This is an optimization exercise on Yosys and OpenROAD, whose aim is small area, a short achievable clock period and few clock cycles, not a production implementation. RTL that was checked went through simulation tests only; none was proved equivalent to the original.

// ce_update
module ce_update (
    input  wire         clk,
    input  wire         rst,
    input  wire         start,
    output reg          done,
    input  wire [1:0]   law,
    input  wire [1:0]   nbq,
    input  wire [15:0]  e,
    input  wire [255:0] s_in,
    input  wire [16:0]  umod,
    input  wire [15:0]  tco,
    input  wire [7:0]   tref,
    input  wire [7:0]   t,
    input  wire [7:0]   damp,
    input  wire         dith_en,
    input  wire         wd,
    input  wire         ho,
    input  wire [17:0]  ff,
    input  wire [17:0]  lr,
    input  wire [639:0] coef,
    input  wire [15:0]  kph,
    input  wire [15:0]  gout,
    input  wire [31:0]  rgout,
    input  wire [15:0]  kb,
    input  wire [16:0]  win,
    output wire [255:0] s_out,
    output reg  [31:0]  w,
    output reg  [16:0]  ul,
    output reg  [16:0]  ucmd,
    output reg  [7:0]   dh
);
Settings: LEC_CHECK=0, ABC_AREA=1, CAP_MARGIN=35, CORE_MARGIN=2, CORE_UTILIZATION=30, PLACE_DENSITY=0.5, SLEW_MARGIN=20, SYNTH_HIERARCHICAL=1; clock period 18.0 ns.
standard.sh (not shown) runs the stock make flow with config.mk's settings and CLKGATE_MAP_FILE= SYNTH_SCRIPT=/design/flow/synth_recipe.tcl, a recipe that flattens the netlist after the stock synthesis.
==> flow/flow/run.sh <==
#!/bin/bash
# The standard flow (standard.sh: unchanged synthesis, floorplan, placement,
# CTS, routing) with a larger setup-repair target (SETUP_SLACK_MARGIN), so that
# repair_timing keeps improving the paths that set the achieved period.
# Port buffers use the smallest buffer cell.  The SDC is not changed.
set -eo pipefail
export BUFFER_PORTS_ARGS="-buffer_cell sky130_fd_sc_hd__buf_1"
SETUP_SLACK_MARGIN=11 bash standard.sh > standard.log 2>&1
Rerun with:
--- a/flow/design.v
+++ b/flow/design.v
@@ -1945,17 +1945,15 @@
     wire m_1862, m_1863;
     csa_fa m_u1863 (.a(~m_611), .b(pre[66]), .c(m_1729), .s(m_1862), .co(m_1863));
     assign mac_s = {m_1862, m_1860, m_1858, m_1856, m_1854, m_1852, m_1850, m_1848, m_1846, m_1844, m_1842, m_1840, m_1838, m_1836, m_1834, m_1832, m_1830, m_1828, m_1826, m_1824, m_1822, m_1820, m_1818, m_1816, m_1814, m_1812, m_1810, m_1808, m_1806, m_1804, m_1802, m_1800, m_1798, m_1796, m_1794, m_1792, m_1790, m_1788, m_1786, m_1784, m_1782, m_1780, m_1778, m_1776, m_1774, m_1772, m_1770, m_1768, m_1766, m_1764, m_1762, m_1760, m_1758, m_1756, m_1754, m_1752, m_1750, m_1748, m_1746, m_1744, m_1742, m_1740, m_1738, m_1736, m_1734, m_1732, pre[0]};
     assign mac_c = {m_1861, m_1859, m_1857, m_1855, m_1853, m_1851, m_1849, m_1847, m_1845, m_1843, m_1841, m_1839, m_1837, m_1835, m_1833, m_1831, m_1829, m_1827, m_1825, m_1823, m_1821, m_1819, m_1817, m_1815, m_1813, m_1811, m_1809, m_1807, m_1805, m_1803, m_1801, m_1799, m_1797, m_1795, m_1793, m_1791, m_1789, m_1787, m_1785, m_1783, m_1781, m_1779, m_1777, m_1775, m_1773, m_1771, m_1769, m_1767, m_1765, m_1763, m_1761, m_1759, m_1757, m_1755, m_1753, m_1751, m_1749, m_1747, m_1745, m_1743, m_1741, m_1739, m_1737, m_1735, m_1733, m_1731, m_1730};
     wire        r28_sat = ~(&acc[66:59] | ~|acc[66:59]);
     wire [31:0] r28 = r28_sat ? (acc[66] ? 32'h80000000 : 32'h7fffffff) : acc[59:28];
-    wire [2:0]  sidx = (st == ST_BQ) ? {sec, k[1]} : k;
-    wire [31:0] s_sel = sw[sidx];
     reg  [31:0] sadd_r;
     always @(posedge clk)
-        sadd_r <= s_sel;
+        sadd_r <= sw[{sec, k[1]}];
     wire [32:0] ysum_w = {r28[31], r28} + {sadd_r[31], sadd_r};
     wire [31:0] ysum = (ysum_w[32] != ysum_w[31]) ? (ysum_w[32] ? 32'h80000000 : 32'h7fffffff)
                                                   : ysum_w[31:0];
     reg  signed [19:0] k_r;               
     reg  [16:0] lo_r, hi_r;
     wire signed [24:0] uu = $signed(acc[47:24]) + k_r;
@@ -2102,13 +2100,13 @@
     end
     wire [31:0] v_sel = (sec == 2'd0) ? x : v_r;
     reg  [32:0] b_n;
     always @(*) begin
         case (bsel)
             B_X:     b_n = {x[31], x};
-            B_S:     b_n = {s_sel[31], s_sel};
+            B_S:     b_n = {sw[k][31], sw[k]};
             B_V:     b_n = {v_sel[31], v_sel};
             B_Y:     b_n = {ysum[31], ysum};
             B_WREG:  b_n = {w[31], w};
             B_DU:    b_n = {{8{du[24]}}, du};
             default: b_n = {17'd0, gout};
         endcase
@@ -2158,14 +2156,12 @@
             ST_BQ: begin
                 k <= kn;
                 if (k == 3'd1)
                     w <= ysum;
                 if (k == 3'd3)
                     s_r[{sec, 1'b0}] <= ysum;
-                if (k == 3'd3 && sec == nbq_r)
-                    v_r <= ysum;                  
                 if (k == 3'd0 && sec != 2'd0)
                     s_r[{sec - 2'd1, 1'b1}] <= r28;
                 if (k == 3'd4) begin
                     k <= 3'd0;
                     if (sec != nbq_r) begin
                         sec <= sec + 2'd1;
@@ -2173,23 +2169,22 @@
                     end
                 end
             end
             ST_T1: begin
                 if (law2)
                     s_r[{nbq_r, 1'b1}] <= r28;
-                else begin
-                    w   <= r28;
-                    v_r <= r28;
-                end
+                else
+                    w <= r28;
             end
             ST_DU: begin
                 ul   <= ul_n;
                 ucmd <= ucmd_n;
             end
             ST_T2: begin
                 dh  <= dh_n;
+                v_r <= law2 ? s_r[{nbq_r, 1'b0}] : w;
             end
             ST_T3: begin
                 if (law_r == 2'd0) begin
                     s_r[0] <= x;
                     s_r[1] <= sw[0];
                     s_r[3] <= sw[2];
Worst setup slack degrades by 0.013 ns.
Clock-buffer cell count fell by 6.
Via count drops by a few percent.
Sequential share of layout area is about the same.
Global-route usage goes down by 6.9 points.
Routed wire length fell by roughly a tenth.
Flip-flop and latch count increases by 2.
Clock skew rose by 0.043 ns.
Testbench counts after the change, summed over its fixed seeds: cycles 29,468.
The RTL of the first run of this note was laid out without a check of its function.

what the ideal ports hide:
Ports are ideal in the flow. The routed layouts listed here were re-timed in OpenROAD. Step 1: set_driving_cell puts a clkbuf_16 on clk and a buf_2 on each other input, an assumption about the parent block. Step 2 also shifts input and output timing later by t, the mid clock arrival at the registers, as if the neighbouring blocks saw the same clock. Slacks: ideal ports / drivers / drivers and shift; pairs: ideal ports / drivers.
| run | shift t [ns] | setup slack, ns | worst slew at a driven data input, ns |
|---|---|---|---|
| the first run | 0.869 | 10.959 / 10.847 / 10.407 | 0.31 |
| the second run | 0.851 | 10.946 / 10.841 / 10.404 | 0.53 |
After both steps every run listed still meets setup and hold. For the first run, which loses most, drivers alone change the setup slack by -0.112 ns; drivers and shift together by -0.552 ns.
